What follows belongs to an exercise in optimizing a design on an open flow for small area, a short achievable clock period and few clock cycles per item; a production flow would make more cautious choices.
RTL that was checked went through simulation tests only; none was proved equivalent to the original.
Power and IR drop assume default switching activity.

Setup of exp/fjord:
Design z20_align_add, start of the top module:
module z20_align_add (
    input  wire        clk,
    input  wire        rst,           
    input  wire        in_valid,
    input  wire        in_sub,        
    input  wire [47:0] in_x,          
    input  wire [15:0] in_ex,         
    input  wire [5:0]  in_wx,         
    input  wire [47:0] in_y,
    input  wire [15:0] in_ey,
    input  wire [5:0]  in_wy,
    output reg         out_valid,
    output reg  [47:0] out_z,         
    output reg  [15:0] out_ez,        
    output reg         out_sat        
);
export LEC_CHECK = 0
export CAP_MARGIN = 20
export CORE_MARGIN = 2
export CORE_UTILIZATION = 45
export CTS_BUF_LIST = sky130_fd_sc_hd__clkbuf_8
export SLEW_MARGIN = 20
export SYNTH_HIERARCHICAL = 1
create_clock -name core_clock -period 17.0 [get_ports {clk}]
standard.sh (not shown) runs the stock make flow with config.mk's settings and CLKGATE_MAP_FILE= SYNTH_SCRIPT=/design/flow/synth_recipe.tcl, a recipe that flattens the netlist after the stock synthesis.
==> flow/flow/run.sh <==
#!/bin/bash
# Standard ORFS layout (the standard.sh, unchanged synthesis), with:
#  - port buffers of sky130_fd_sc_hd__buf_1 instead of the default choice
#  - timing repair aiming for 12.5 ns of setup slack at the design's period
#  - clock tree: clkbuf_8 buffers, larger sink clusters, no dummy loads
set -euo pipefail
bash standard.sh SETUP_SLACK_MARGIN=12.5 \
  "BUFFER_PORTS_ARGS=-buffer_cell sky130_fd_sc_hd__buf_1" \
  "CTS_ARGS=-sink_clustering_enable -repair_clock_nets -buf_list sky130_fd_sc_hd__clkbuf_8 -sink_clustering_size 22 -sink_clustering_max_diameter 60 -dont_use_dummy_load" \
  finish > make_finish.log 2>&1
exp/fjord | status: complete | timing, DRC, antenna: pass
Testbench counts of exp/fjord, summed over its fixed seeds: cycles 3,224, items 3,200.
> inputs changed (exp/fjord -> exp/pepper)
==> flow/flow/run.sh <==
#!/bin/bash
# Standard ORFS layout (the standard.sh, unchanged synthesis), with:
#  - port buffers of sky130_fd_sc_hd__buf_1 instead of the default choice
#  - timing repair aiming for 12.4 ns of setup slack at the design's period
#  - clock tree: clkbuf_8 buffers, larger sink clusters, no dummy loads
set -euo pipefail
bash standard.sh SETUP_SLACK_MARGIN=12.4 \
  "BUFFER_PORTS_ARGS=-buffer_cell sky130_fd_sc_hd__buf_1" \
  "CTS_ARGS=-sink_clustering_enable -repair_clock_nets -buf_list sky130_fd_sc_hd__clkbuf_8 -sink_clustering_size 16 -sink_clustering_max_diameter 60 -dont_use_dummy_load" \
  finish > make_finish.log 2>&1
Results
- Non-clock buffer count sits higher in exp/pepper than in exp/fjord.
- In summary, exp/pepper completed successfully, with a layout that passed the timing, design-rule and antenna checks.
- exp/fjord reports its capturing instance or port of the critical path as out_ez[6] while exp/pepper reports r2_up$_DFF_P_.
- Sum of buffers and inverters on the critical path ended up 2 higher on exp/pepper than on exp/fjord.
- Pin count of the biggest net entering global routing, exp/pepper vs exp/fjord: down by a few percent
- As far as flip-flop and latch count goes, exp/fjord and exp/pepper are indistinguishable; the numbers are identical.
Input-level comparison between exp/harbor and exp/pepper:
==> flow/flow/run.sh <==
#!/bin/bash
# Standard ORFS layout (the standard.sh, unchanged synthesis), with:
#  - port buffers of sky130_fd_sc_hd__buf_1 instead of the default choice
#  - timing repair aiming for 12.5 ns of setup slack at the design's period
#  - clock tree: clkbuf_8 buffers, larger sink clusters, no dummy loads
set -euo pipefail
bash standard.sh SETUP_SLACK_MARGIN=12.5 \
  "BUFFER_PORTS_ARGS=-buffer_cell sky130_fd_sc_hd__buf_1" \
  "CTS_ARGS=-sink_clustering_enable -repair_clock_nets -buf_list sky130_fd_sc_hd__clkbuf_8 -sink_clustering_size 16 -sink_clustering_max_diameter 60 -dont_use_dummy_load" \
  finish > make_finish.log 2>&1
Results
- Comparing combinational fraction of design power for exp/harbor and exp/pepper, the smaller number came from exp/harbor.
- exp/harbor ends up with higher power in the clock group than exp/pepper does.
- exp/harbor improves on exp/pepper in sum of internal, switching and leakage power.
- Going from exp/pepper to exp/harbor, leakage power has increased; multi-input combinational cell area has increased; relative area of clock buffers and inverters in the final design has remained practically unchanged.
- Of exp/harbor and exp/pepper, the higher number of buffers other than clock buffers in the final layout belongs to exp/pepper.


Setup of tundra:
z20_align_add, a different RTL version from the one above (not shown whole).
Size: ~3000 cells after synthesis.
export LEC_CHECK = 0
export ABC_AREA = 1
export CAP_MARGIN = 20
export CORE_MARGIN = 2
export CORE_UTILIZATION = 40
export SLEW_MARGIN = 20
create_clock -name core_clock -period 17.0 [get_ports {clk}]
==> flow/flow/run.sh <==
#!/bin/bash
# Standard ORFS layout (the standard.sh, unchanged synthesis), with:
#  - port buffers of sky130_fd_sc_hd__buf_1 instead of the default choice
#  - timing repair aiming for 12 ns of setup slack at the design's period
set -euo pipefail
bash standard.sh SETUP_SLACK_MARGIN=12 "BUFFER_PORTS_ARGS=-buffer_cell sky130_fd_sc_hd__buf_1" finish > make_finish.log 2>&1
tundra | stages: all done | timing, DRC, antenna: all pass
The following lists how zinc was set up differently from tundra:
- removing ABC_AREA (formerly 1)
## What came out
Per the comparison of zinc with tundra, top-level port count essentially unchanged, full die area increased 5.7%, total non-filler cell area in the finished layout decreased 7500 µm², maximum frequency increased about 17%, cell count decreased 17%.
Of zinc and tundra, it is zinc that has the higher sequential share of layout area.
r1_d[4]$_SDFF_PP1_ as the worst setup path endpoint was reported by zinc, and r2_up$_DFF_P_ by tundra.
zinc vs tundra, layout overhead on the synthesized area went down by 45 points.
Summary of zinc over tundra: smallest setup slack after layout saw an increase; total wirelength of the detailed-routed design now sits lower; power dropped 0.00039 W.
Function was not checked in any run of this note: the RTL went through the layout flow alone.


z20_align_add, a different RTL version from the one above (not shown whole).
Size: ~2200 cells after synthesis, roughly 350 flip-flops, roughly 210 I/O pins, roughly 21000 um2 of cells after synthesis.
## z20_align_add
module z20_align_add (
    input  wire        clk,
    input  wire        rst,           
    input  wire        in_valid,
    input  wire        in_sub,        
    input  wire [47:0] in_x,          
    input  wire [15:0] in_ex,         
    input  wire [5:0]  in_wx,         
    input  wire [47:0] in_y,
    input  wire [15:0] in_ey,
    input  wire [5:0]  in_wy,
    output reg         out_valid,
    output reg  [47:0] out_z,         
    output reg  [15:0] out_ez,        
    output reg         out_sat        
);
clock: 17.0 ns
lec_check: 0
cap_margin: 20
core_margin: 2
core_utilization: 50
cts_buf_list: sky130_fd_sc_hd__clkbuf_8
slew_margin: 20
synth_hierarchical: 1
==> flow/flow/run.sh <==
#!/bin/bash
# Standard ORFS layout (the standard.sh, unchanged synthesis), with:
#  - port buffers of sky130_fd_sc_hd__buf_1 instead of the default choice
#  - timing repair aiming for 12.8 ns of setup slack at the design's period
#  - clock tree: clkbuf_8 buffers, larger sink clusters, no dummy loads
set -euo pipefail
bash standard.sh SETUP_SLACK_MARGIN=12.8 \
  "BUFFER_PORTS_ARGS=-buffer_cell sky130_fd_sc_hd__buf_1" \
  "CTS_ARGS=-sink_clustering_enable -repair_clock_nets -buf_list sky130_fd_sc_hd__clkbuf_8 -sink_clustering_size 16 -sink_clustering_max_diameter 60 -dont_use_dummy_load" \
  finish > make_finish.log 2>&1
The first run passed the timing, design-rule and antenna checks.
Testbench counts at the start, summed over its fixed seeds: cycles 3,224, items 3,200.
Rerun with:
--- a/flow/flow/run.sh
+++ b/flow/flow/run.sh
@@ -4 +4 @@
-#  - timing repair aiming for 12.8 ns of setup slack at the design's period
+#  - timing repair aiming for 12 ns of setup slack at the design's period
@@ -7 +7 @@
-bash standard.sh SETUP_SLACK_MARGIN=12.8 \
+bash standard.sh SETUP_SLACK_MARGIN=12 \
Outcome:
- maximum frequency is lower by 6.4%
- cell area is lower by 8.5%
- die area is unchanged
- worst setup slack got worse by 310 ps
- hold slack got worse by 28 ps
- clock-buffer cell count is unchanged


The RTL this note starts from:
==> flow/design.v <==
module z20_align_add (
    input  wire        clk,
    input  wire        rst,           
    input  wire        in_valid,
    input  wire        in_sub,        
    input  wire [47:0] in_x,          
    input  wire [15:0] in_ex,         
    input  wire [5:0]  in_wx,         
    input  wire [47:0] in_y,
    input  wire [15:0] in_ey,
    input  wire [5:0]  in_wy,
    output reg         out_valid,
    output reg  [47:0] out_z,         
    output reg  [15:0] out_ez,        
    output reg         out_sat        
);
    function [4:0] guard_of(input [5:0] w);
        guard_of = (w >= 6'd47) ? 5'd0 : (w <= 6'd31) ? 5'd16 : (5'd15 - w[4:0]);
    endfunction
    wire [4:0]  gx = guard_of(in_wx);
    wire [4:0]  gy = guard_of(in_wy);
    wire        swap1, dbig1;
    z20_exp_cmp u_cmp (.ex(in_ex), .ey(in_ey), .lt(swap1), .big(dbig1));
    reg         r1_valid;
    reg  [47:0] r1_x, r1_y;
    reg         r1_sub;
    reg         r1_clamp;         
    reg  [15:0] r1_ex, r1_ey;
    reg  [4:0]  r1_gx, r1_gy;
    reg         r1_swap;          
    reg  [7:0]  r1_dxy, r1_dyx;   
    reg         r1_dbig;          
    always @(posedge clk) begin
        if (rst) r1_valid <= 1'b0;
        else     r1_valid <= in_valid;
        r1_x    <= in_x;
        r1_y    <= in_y;
        r1_sub  <= in_sub;
        r1_clamp <= in_sub & in_y[47] & ~(|in_y[46:0]);
        r1_ex   <= in_ex;
        r1_ey   <= in_ey;
        r1_gx   <= gx;
        r1_gy   <= gy;
        r1_swap <= swap1;
        r1_dxy  <= in_ex[7:0] - in_ey[7:0];
        r1_dyx  <= in_ey[7:0] - in_ex[7:0];
        r1_dbig <= dbig1;
    end
    wire [47:0] yn;
    z20_neg u_neg (.y(r1_y), .sub(r1_sub), .clamp(r1_clamp), .yn(yn));
    wire        swap = r1_swap;
    wire [47:0] a    = swap ? yn : r1_x;                      
    wire [47:0] b    = swap ? r1_x : yn;
    wire [15:0] ea   = swap ? r1_ey : r1_ex;
    wire [4:0]  g    = swap ? r1_gy : r1_gx;
    wire        dbig = r1_dbig;
    wire [7:0]  d    = swap ? r1_dyx : r1_dxy;
    wire [7:0]  t    = d - {3'd0, g};
    wire        tneg = t[7] & ~dbig;
    wire [4:0]  shl  = tneg ? {1'b0, d[3:0]} : g;            
    wire [5:0]  s    = {((t[5] | t[6]) & ~t[7]) | dbig,
                        ((t[4] | t[6]) & ~t[7]) | dbig,
                        t[3:0] & {4{~t[7]}}};
    wire [48:0] a49;
    wire        abig;
    z20_lsh u_lsh (.a(a), .sh(shl), .z(a49), .big(abig));
    wire [47:0] q;
    wire        up;
    z20_rsh_rne u_rsh (.b(b), .s(s), .q(q), .up(up));
    reg         r2_valid;
    reg  [48:0] r2_a;
    reg         r2_abig;
    reg         r2_asgn;
    reg  [47:0] r2_q;
    reg         r2_up;
    reg  [15:0] r2_ea;
    reg  [4:0]  r2_shl;
    reg         r2_clamp;
    always @(posedge clk) begin
        if (rst) r2_valid <= 1'b0;
        else     r2_valid <= r1_valid;
        r2_a     <= a49;
        r2_abig  <= abig;
        r2_asgn  <= a[47];
        r2_q     <= q;
        r2_up    <= up;
        r2_ea    <= ea;
        r2_shl   <= shl;
        r2_clamp <= r1_clamp;
    end
    wire [47:0] z;
    wire        ovf;
    z20_sum_sat u_sum (.a(r2_a), .big(r2_abig), .asgn(r2_asgn), .q(r2_q), .cin(r2_up),
                       .z(z), .ovf(ovf));
    always @(posedge clk) begin
        if (rst) out_valid <= 1'b0;
        else     out_valid <= r2_valid;
        out_z   <= z;
        out_ez  <= r2_ea - {11'd0, r2_shl};
        out_sat <= ovf | r2_clamp;
    end
endmodule
module z20_exp_cmp (
    input  wire [15:0] ex,
    input  wire [15:0] ey,
    output wire        lt,
    output wire        big
);
    wire [15:0] ua = {~ex[15], ex[14:0]};
    wire [15:0] ub = {~ey[15], ey[14:0]};
    reg  [15:0] l, e;
    integer i, k;
    always @(*) begin
        l = ~ua & ub;
        e = ~(ua ^ ub);
        for (k = 1; k < 16; k = k * 2)
            for (i = 0; i < 16; i = i + 2*k) begin
                l[i] = l[i+k] | (e[i+k] & l[i]);
                e[i] = e[i+k] & e[i];
            end
    end
    assign lt = l[0];
    wire [9:0]  hx = ua[15:6];
    wire [9:0]  hy = ub[15:6];
    reg  [9:0]  px, py;
    always @(*) begin
        px[0] = 1'b1;
        py[0] = 1'b1;
        for (i = 1; i < 10; i = i + 1) begin
            px[i] = px[i-1] & hx[i-1];
            py[i] = py[i-1] & hy[i-1];
        end
    end
    wire        e0  = (hx == hy);
    wire        exy = ((hx ^ hy) == py) & ~(&hy);           
    wire        eyx = ((hx ^ hy) == px) & ~(&hx);           
    assign big = ~(e0 | exy | eyx);
endmodule
module z20_neg (
    input  wire [47:0] y,
    input  wire        sub,
    input  wire        clamp,
    output wire [47:0] yn
);
    reg  [47:0] nz;
    integer i;
    always @(*) begin
        nz[0] = 1'b0;
        for (i = 1; i < 48; i = i + 1) nz[i] = nz[i-1] | y[i-1];
    end
    assign yn = y ^ (({48{sub}} & nz) | {48{clamp}});
endmodule
module z20_lsh (
    input  wire [47:0] a,
    input  wire [4:0]  sh,
    output wire [48:0] z,
    output reg         big
);
    reg  [48:0] v;
    always @(*) begin
        v = {a[47], a};
        if (sh[0]) v = {v[47:0], 1'd0};
        if (sh[1]) v = {v[46:0], 2'd0};
        if (sh[2]) v = {v[44:0], 4'd0};
        if (sh[3]) v = {v[40:0], 8'd0};
        if (sh[4]) v = {a[32:0], 16'd0};
    end
    assign z = v;
    integer k;
    always @(*) begin
        big = 1'b0;
        for (k = 1; k < 16; k = k + 1)
            if (k < sh && (a[47] ^ a[47-k])) big = 1'b1;
    end
endmodule
module z20_rsh_rne (
    input  wire [47:0] b,
    input  wire [5:0]  s,
    output wire [47:0] q,
    output wire        up
);
    reg  [48:0] v;       
    reg         sticky;
    always @(*) begin
        v = {b, 1'b0};
        sticky = 1'b0;
        if (s[5]) begin sticky = sticky | (|v[31:0]); v = {{32{v[48]}}, v[48:32]}; end
        if (s[4]) begin sticky = sticky | (|v[15:0]); v = {{16{v[48]}}, v[48:16]}; end
        if (s[3]) begin sticky = sticky | (|v[7:0]);  v = {{8{v[48]}},  v[48:8]};  end
        if (s[2]) begin sticky = sticky | (|v[3:0]);  v = {{4{v[48]}},  v[48:4]};  end
        if (s[1]) begin sticky = sticky | (|v[1:0]);  v = {{2{v[48]}},  v[48:2]};  end
        if (s[0]) begin sticky = sticky | v[0];       v = {v[48], v[48:1]};        end
    end
    assign q  = v[48:1];
    assign up = v[0] & (sticky | v[1]);
endmodule
module z20_sum_sat (
    input  wire [48:0] a,
    input  wire        big,
    input  wire        asgn,
    input  wire [47:0] q,
    input  wire        cin,
    output wire [47:0] z,
    output wire        ovf
);
    localparam N = 50;
    wire [N-1:0] xa = {a[48], a};
    wire [N-1:0] xb = {{2{q[47]}}, q};
    wire [N-1:0] pp = xa ^ xb;
    reg  [N-1:0] gg, gp;
    reg  [N-1:0] c;          
    integer j, l;
    always @(*) begin
        gg = xa & xb;
        gp = pp;
        gg[0] = gg[0] | (pp[0] & cin);
        for (l = 1; l < 64; l = l * 2)
            for (j = N - 1; j >= 0; j = j - 1)
                if (j & l) begin
                    gg[j] = gg[j] | (gp[j] & gg[((j / l) * l) - 1]);
                    gp[j] = gp[j] & gp[((j / l) * l) - 1];
                end
        c = {gg[N-2:0], cin};
    end
    wire [N-1:0] sum = pp ^ c;
    wire         neg = big ? asgn : sum[49];
    assign ovf = big | (sum[49:47] != {3{sum[49]}});
    assign z   = ovf ? {neg, {47{~neg}}} : sum[47:0];
endmodule
clock: 17.0 ns
lec_check: 0
cap_margin: 20
core_margin: 2
core_utilization: 62
cts_buf_list: sky130_fd_sc_hd__clkbuf_8
slew_margin: 20
synth_hierarchical: 1
==> flow/flow/run.sh <==
#!/bin/bash
# Standard ORFS layout (the standard.sh, unchanged synthesis), with:
#  - port buffers of sky130_fd_sc_hd__buf_1 instead of the default choice
#  - timing repair aiming for 12.5 ns of setup slack at the design's period
#  - clock tree: clkbuf_8 buffers, larger sink clusters, no dummy loads
set -euo pipefail
bash standard.sh SETUP_SLACK_MARGIN=12.5 \
  "BUFFER_PORTS_ARGS=-buffer_cell sky130_fd_sc_hd__buf_1" \
  "CTS_ARGS=-sink_clustering_enable -repair_clock_nets -buf_list sky130_fd_sc_hd__clkbuf_8 -sink_clustering_size 16 -sink_clustering_max_diameter 60 -dont_use_dummy_load" \
  finish > make_finish.log 2>&1
The baseline produced a clean layout.
Testbench counts at the start, summed over its fixed seeds: cycles 3,224, items 3,200.
Rerun with:
CORE_UTILIZATION = 50   (was 62)
Register-to-register slack degrades by 0.05 ns.
Setup slack degrades by 0.031 ns.
Cell area is lower by 1.6%.
Non-clock buffer count is lower by 31.

-- separate check: timing with driven ports --
No port has a modelled driver above. Below, the same layouts with a new extraction and two added sets of constraints.
Step 1: set_driving_cell puts a clkbuf_16 on clk and a buf_2 on each other input, an assumption about the parent block.
Step 2 moves the port delays by t, midway between the first and last clock arrival at a register: inputs arrive t later, outputs are due t later. That takes back most of the time a late clock gives input paths.
Slacks: ideal / step 1 / step 2; pairs: ideal / step 1.
run | t (ns) | setup slack, ns | worst setup path after step 2
exp/fjord | 0.688 | 12.451 / 12.396 / 11.888 | input to register
exp/pepper | 0.635 | 12.452 / 12.430 / 11.893 | input to register
exp/harbor | 0.643 | 12.536 / 12.482 / 11.929 | input to register
tundra | 0.613 | 10.345 / 10.345 / 10.052 | input to register
zinc | 0.611 | 11.326 / 11.326 / 10.715 | input to register
the first run of note 3 | 0.644 | 12.516 / 12.464 / 11.983 | input to register
the second run of note 3 | 0.637 | 12.210 / 12.210 / 11.610 | input to register
the first run of note 4 | 0.578 | 12.503 / 12.496 / 11.929 | input to register
the second run of note 4 | 0.629 | 12.472 / 12.472 / 11.910 | input to register
After both steps every run listed still meets setup and hold. For zinc, which loses most, drivers alone change the setup slack by 0.000 ns; drivers and shift together by -0.611 ns.
